This is an optimization exercise on Yosys and OpenROAD, whose aim is small area, not a production implementation.
At most, simulation tests tie the RTL to the original design; equivalence was not proved.

// filter_chan
module filter_chan (
    input  wire        clk,
    input  wire        rst,           
    input  wire [5:0]  cfg_dec,       
    input  wire [1:0]  cfg_ord,       
    input  wire [3:0]  cfg_taps,      
    input  wire        cfg_sat32,     
    input  wire        coef_we,       
    input  wire [3:0]  coef_addr,
    input  wire [15:0] coef_data,
    input  wire        start,         
    input  wire        stop,          
    input  wire        in_valid,      
    input  wire [31:0] in_data,
    output wire        out_valid,     
    output wire [31:0] out_data
);
clock: 25.0 ns
lec_check: 0
abc_area: 1
cap_margin: 0
core_margin: 2
core_utilization: 60
cts_buf_list: sky130_fd_sc_hd__clkbuf_8
cts_cluster_diameter: 50
cts_cluster_size: 24
slew_margin: 0
standard.sh (not shown) runs the stock make flow with config.mk's settings and CLKGATE_MAP_FILE= SYNTH_SCRIPT=/design/flow/synth_recipe.tcl, a recipe that flattens the netlist after the stock synthesis.
==> flow/flow/run.sh <==
#!/bin/bash
# The standard layout (the standard.sh, ORFS from synthesis to finish),
# with two changes in what the flow is asked for:
#  - clock tree: clkbuf_8 buffers, sink clusters of 24, no dummy loads;
#  - port buffers: the smallest buffer cell (every port is still buffered).
# Each tool's full output is in the ORFS logs; make's output is in standard.log.
set -euo pipefail
export CTS_ARGS="-sink_clustering_enable -repair_clock_nets -sink_clustering_size 24 -sink_clustering_max_diameter 50 -buf_list sky130_fd_sc_hd__clkbuf_8 -dont_use_dummy_load"
export BUFFER_PORTS_ARGS="-buffer_cell sky130_fd_sc_hd__buf_1"
bash standard.sh > standard.log 2>&1
Change:
==> flow/flow/run.sh (replaced) <==
#!/bin/bash
# The standard layout (the standard.sh, ORFS from synthesis to finish),
# with two changes in what the flow is asked for:
#  - clock tree: clkbuf_8 buffers, sink clusters of 21, no dummy loads;
#  - port buffers: the smallest buffer cell (every port is still buffered).
# Each tool's full output is in the ORFS logs; make's output is in standard.log.
set -euo pipefail
export CTS_ARGS="-sink_clustering_enable -repair_clock_nets -sink_clustering_size 21 -sink_clustering_max_diameter 50 -buf_list sky130_fd_sc_hd__clkbuf_8 -dont_use_dummy_load"
export BUFFER_PORTS_ARGS="-buffer_cell sky130_fd_sc_hd__buf_1"
bash standard.sh > standard.log 2>&1
--- a/flow/config.mk
+++ b/flow/config.mk
@@ -13,3 +13,3 @@
 export CTS_CLUSTER_DIAMETER = 50
-export CTS_CLUSTER_SIZE = 24
+export CTS_CLUSTER_SIZE = 21
 export SLEW_MARGIN = 0
Outcome: Synthesized cell count does not change.
Change:
==> flow/flow/run.sh (replaced) <==
#!/bin/bash
# The standard layout (the standard.sh, ORFS from synthesis to finish),
# with two changes in what the flow is asked for:
#  - clock tree: clkbuf_8 buffers, sink clusters of 18, no dummy loads;
#  - port buffers: the smallest buffer cell (every port is still buffered).
# Each tool's full output is in the ORFS logs; make's output is in standard.log.
set -euo pipefail
export CTS_ARGS="-sink_clustering_enable -repair_clock_nets -sink_clustering_size 18 -sink_clustering_max_diameter 50 -buf_list sky130_fd_sc_hd__clkbuf_8 -dont_use_dummy_load"
export BUFFER_PORTS_ARGS="-buffer_cell sky130_fd_sc_hd__buf_1"
bash standard.sh > standard.log 2>&1
--- a/flow/config.mk
+++ b/flow/config.mk
@@ -13,3 +13,3 @@
 export CTS_CLUSTER_DIAMETER = 50
-export CTS_CLUSTER_SIZE = 21
+export CTS_CLUSTER_SIZE = 18
 export SLEW_MARGIN = 0
The new run produced a clean layout. Area after synthesis is unchanged. Register-to-register slack gets better by 0.02 ns. Hold slack stays flat. Sequential share of layout area is about the same.


filter_chan, a different RTL version from the one above (not shown whole).
For scale: roughly 5,300 cells after synthesis, about 1,500 flip-flops, ~57,000 um2 of cells after synthesis.
clock: 25.0 ns
lec_check: 0
abc_area: 1
cap_margin: 0
core_margin: 2
core_utilization: 60
cts_buf_list: sky130_fd_sc_hd__clkbuf_8
cts_cluster_diameter: 40
cts_cluster_size: 12
slew_margin: 0
==> flow/flow/run.sh <==
#!/bin/bash
# The standard layout (the standard.sh, ORFS from synthesis to finish),
# with two changes in what the flow is asked for:
#  - clock tree: clkbuf_8 buffers, sink clusters of 12, no dummy loads;
#  - port buffers: the smallest buffer cell (every port is still buffered).
# Each tool's full output is in the ORFS logs; make's output is in standard.log.
set -euo pipefail
export CTS_ARGS="-sink_clustering_enable -repair_clock_nets -sink_clustering_size 12 -sink_clustering_max_diameter 40 -buf_list sky130_fd_sc_hd__clkbuf_8 -dont_use_dummy_load"
export BUFFER_PORTS_ARGS="-buffer_cell sky130_fd_sc_hd__buf_1"
bash standard.sh > standard.log 2>&1
Rerun with:
--- a/flow/flow/run.sh
+++ b/flow/flow/run.sh
@@ -7,3 +7,3 @@
 set -euo pipefail
-export CTS_ARGS="-sink_clustering_enable -repair_clock_nets -sink_clustering_size 12 -sink_clustering_max_diameter 40 -buf_list sky130_fd_sc_hd__clkbuf_8 -dont_use_dummy_load"
+export CTS_ARGS="-sink_clustering_enable -repair_clock_nets -sink_clustering_size 18 -sink_clustering_max_diameter 50 -buf_list sky130_fd_sc_hd__clkbuf_8 -dont_use_dummy_load"
 export BUFFER_PORTS_ARGS="-buffer_cell sky130_fd_sc_hd__buf_1"
--- a/flow/config.mk
+++ b/flow/config.mk
@@ -10,3 +10,3 @@
 export CORE_MARGIN = 2
-export CORE_UTILIZATION = 60
+export CORE_UTILIZATION = 40
 export CTS_BUF_LIST = sky130_fd_sc_hd__clkbuf_8
The changed run passed the timing, DRC and antenna checks; die area climbs by 49%; clock skew grows by 0.039 ns.
Rerun with:
--- a/flow/flow/run.sh
+++ b/flow/flow/run.sh
@@ -7,3 +7,3 @@
 set -euo pipefail
-export CTS_ARGS="-sink_clustering_enable -repair_clock_nets -sink_clustering_size 18 -sink_clustering_max_diameter 50 -buf_list sky130_fd_sc_hd__clkbuf_8 -dont_use_dummy_load"
+export CTS_ARGS="-sink_clustering_enable -repair_clock_nets -sink_clustering_size 8 -sink_clustering_max_diameter 30 -buf_list {sky130_fd_sc_hd__clkbuf_4 sky130_fd_sc_hd__clkbuf_8} -dont_use_dummy_load"
 export BUFFER_PORTS_ARGS="-buffer_cell sky130_fd_sc_hd__buf_1"
Result: Final area rose by about 4%. Global-route usage rose by 0.40 points. Worst setup slack improved by 0.15 ns. Register-to-register slack improved by 0.15 ns.
Rerun with:
--- a/flow/flow/run.sh
+++ b/flow/flow/run.sh
@@ -7,3 +7,3 @@
 set -euo pipefail
-export CTS_ARGS="-sink_clustering_enable -repair_clock_nets -sink_clustering_size 8 -sink_clustering_max_diameter 30 -buf_list {sky130_fd_sc_hd__clkbuf_4 sky130_fd_sc_hd__clkbuf_8} -dont_use_dummy_load"
+export CTS_ARGS="-sink_clustering_enable -repair_clock_nets -sink_clustering_size 12 -sink_clustering_max_diameter 40 -buf_list sky130_fd_sc_hd__clkbuf_8 -dont_use_dummy_load"
 export BUFFER_PORTS_ARGS="-buffer_cell sky130_fd_sc_hd__buf_1"
Worst hold slack is about the same.
Utilization went down by 1.1 points.
Setup slack loses 0.11 ns.
Global-route usage went down by 0.23 points.
Clock-buffer cell count went down by 112.
No functional check of the RTL was part of any run of this note.


job 104:
Another version of the RTL of filter_chan (not shown whole).
For scale: about 5300 cells after synthesis, roughly 1500 flip-flops, roughly 0.056 mm² of cells after synthesis.
clock: 25.0 ns
lec_check: 0
abc_area: 1
cap_margin: 0
core_margin: 2
core_utilization: 60
cts_buf_list: sky130_fd_sc_hd__clkbuf_8
cts_cluster_diameter: 50
cts_cluster_size: 18
slew_margin: 0
==> flow/flow/run.sh <==
#!/bin/bash
# The standard layout (the standard.sh, ORFS from synthesis to finish),
# with two changes in what the flow is asked for:
#  - clock tree: clkbuf_8 buffers, sink clusters of 18, no dummy loads;
#  - port buffers: the smallest buffer cell (every port is still buffered).
# Each tool's full output is in the ORFS logs; make's output is in standard.log.
set -euo pipefail
export CTS_ARGS="-sink_clustering_enable -repair_clock_nets -sink_clustering_size 18 -sink_clustering_max_diameter 50 -buf_list sky130_fd_sc_hd__clkbuf_8 -dont_use_dummy_load"
export BUFFER_PORTS_ARGS="-buffer_cell sky130_fd_sc_hd__buf_1"
bash standard.sh > standard.log 2>&1
Having completed the whole flow, job 104 delivered a layout that passed the timing, DRC and antenna checks.
Input changes introduced in job 101 (baseline for comparison: job 104):
- GPL_TIMING_DRIVEN newly set to 0
Findings:
- Of job 101 and job 104, it is job 101 that has the lower final worst slack.
- Relative to job 104, cell count along the critical path has gone up in job 101.
- Taking job 104 as the reference, in job 101 final core utilization increased 1.2 points, routed length on met3 moved up.


Setup of job 2609:
Another version of the RTL of filter_chan (not shown whole).
For scale: roughly 1500 flip-flops, about 100 I/O pins, ~57000 um^2 of cells after synthesis.
==> flow/config.mk <==
export PLATFORM = sky130hd
export DESIGN_NAME = filter_chan
export DESIGN_NICKNAME = filter_chan
export VERILOG_FILES = /design/flow/design.v
export SDC_FILE = /design/flow/constraint.sdc
export NUM_CORES = 4
export LEC_CHECK = 0
export ABC_AREA = 1
export CAP_MARGIN = 0
export CORE_MARGIN = 2
export CORE_UTILIZATION = 65
export CTS_BUF_LIST = sky130_fd_sc_hd__clkbuf_8
export CTS_CLUSTER_DIAMETER = 40
export CTS_CLUSTER_SIZE = 12
export PLACE_DENSITY = 0.75
export SLEW_MARGIN = 0
==> flow/constraint.sdc <==
create_clock -name core_clock -period 25.0 [get_ports {clk}]
set_input_delay 5.0000 -clock core_clock [delete_from_list [all_inputs] [get_ports {clk}]]
set_output_delay 5.0000 -clock core_clock [all_outputs]
set_load 0.01 [all_outputs]
run.sh (not shown) runs the stock make flow with config.mk's settings and CLKGATE_MAP_FILE= SYNTH_SCRIPT=/design/flow/synth_recipe.tcl, a recipe that flattens the netlist after the stock synthesis.
Stock flow here: none of the scripts above is used.
Inputs modified between job 2609 and job 2060:
--- a/flow/config.mk
+++ b/flow/config.mk
@@ -9,8 +9,7 @@
 export CAP_MARGIN = 0
 export CORE_MARGIN = 2
-export CORE_UTILIZATION = 65
+export CORE_UTILIZATION = 40
 export CTS_BUF_LIST = sky130_fd_sc_hd__clkbuf_8
 export CTS_CLUSTER_DIAMETER = 40
 export CTS_CLUSTER_SIZE = 12
-export PLACE_DENSITY = 0.75
 export SLEW_MARGIN = 0
The fraction of met1 tracks used by global routing reported for job 2060 is smaller than that of job 2609 by 15 points. Diff job 2060..job 2609 | number of hold buffers added after cts | unchanged. Via count: job 2060 vs job 2609 down 569. Job 2060 vs. job 2609: biggest cell delay along the critical path went down by 0.04 ns. Final cell count of job 2060 exceeds that of job 2609 by more than 10%. Job 2060 ended up with sky130_fd_sc_hd__fa_2 as its cell with the largest stage delay on the worst path; job 2609 ended up with sky130_fd_sc_hd__fa_1. Job 2060 against job 2609: final-layout non-clock buffer area share held, global-route usage over all layers now smaller, cell area saw an increase. Going from job 2609 to job 2060, setup slack climbed 0.19 ns, area of the placeable core climbed 54000 um^2.

static timing again, ports no longer ideal:
No port has a modelled driver above. Below, the same layouts with a new extraction and two added sets of constraints. Step 1 (the two cells are an assumption about what drives the block):
set clk [get_ports {clk}]
set_driving_cell -lib_cell sky130_fd_sc_hd__clkbuf_16 $clk
set_driving_cell -lib_cell sky130_fd_sc_hd__buf_2 [delete_from_list [all_inputs] $clk]
Step 2, shift: input delay + t, output delay - t, t = (earliest + latest rising clock arrival at the registers) / 2. This alone moves slack from input paths to output paths. a / b / c = ideal / step 1 / step 2; a / b = the first two.
| run | shift t [ns] | setup WS [ns] | worst setup path after step 2 | worst slew at a driven data input, ns | cell pins on the clock port's net |
|---|---|---|---|---|---|
| the first run of note 1 | 0.855 | 1.261 / 1.261 / 1.261 | register to register | 0.11 | 1 |
| the second run of note 1 | 0.844 | 1.256 / 1.256 / 1.256 | register to register | 0.11 | 1 |
| the third run of note 1 | 0.867 | 1.279 / 1.279 / 1.279 | register to register | 0.11 | 1 |
| the first run of note 2 | 0.887 | 0.993 / 0.993 / 0.993 | register to register | 0.17 | 1 |
| the second run of note 2 | 0.927 | 1.029 / 1.029 / 1.029 | register to register | 0.17 | 1 |
| the third run of note 2 | 1.002 | 1.182 / 1.182 / 1.182 | register to register | 0.17 | 1 |
| the fourth run of note 2 | 0.932 | 1.072 / 1.072 / 1.072 | register to register | 0.17 | 1 |
| job 104 | 0.826 | 1.200 / 1.200 / 1.200 | register to register | 0.11 | 1 |
| job 101 | 0.855 | 0.954 / 0.954 / 0.954 | register to register | 0.09 | 1 |
| job 2609 | 0.932 | 1.008 / 1.008 / 1.008 | register to register | 0.14 | 1 |
| job 2060 | 0.974 | 1.196 / 1.196 / 1.196 | register to register | 0.22 | 1 |
After both steps setup and hold are still met in every run listed.
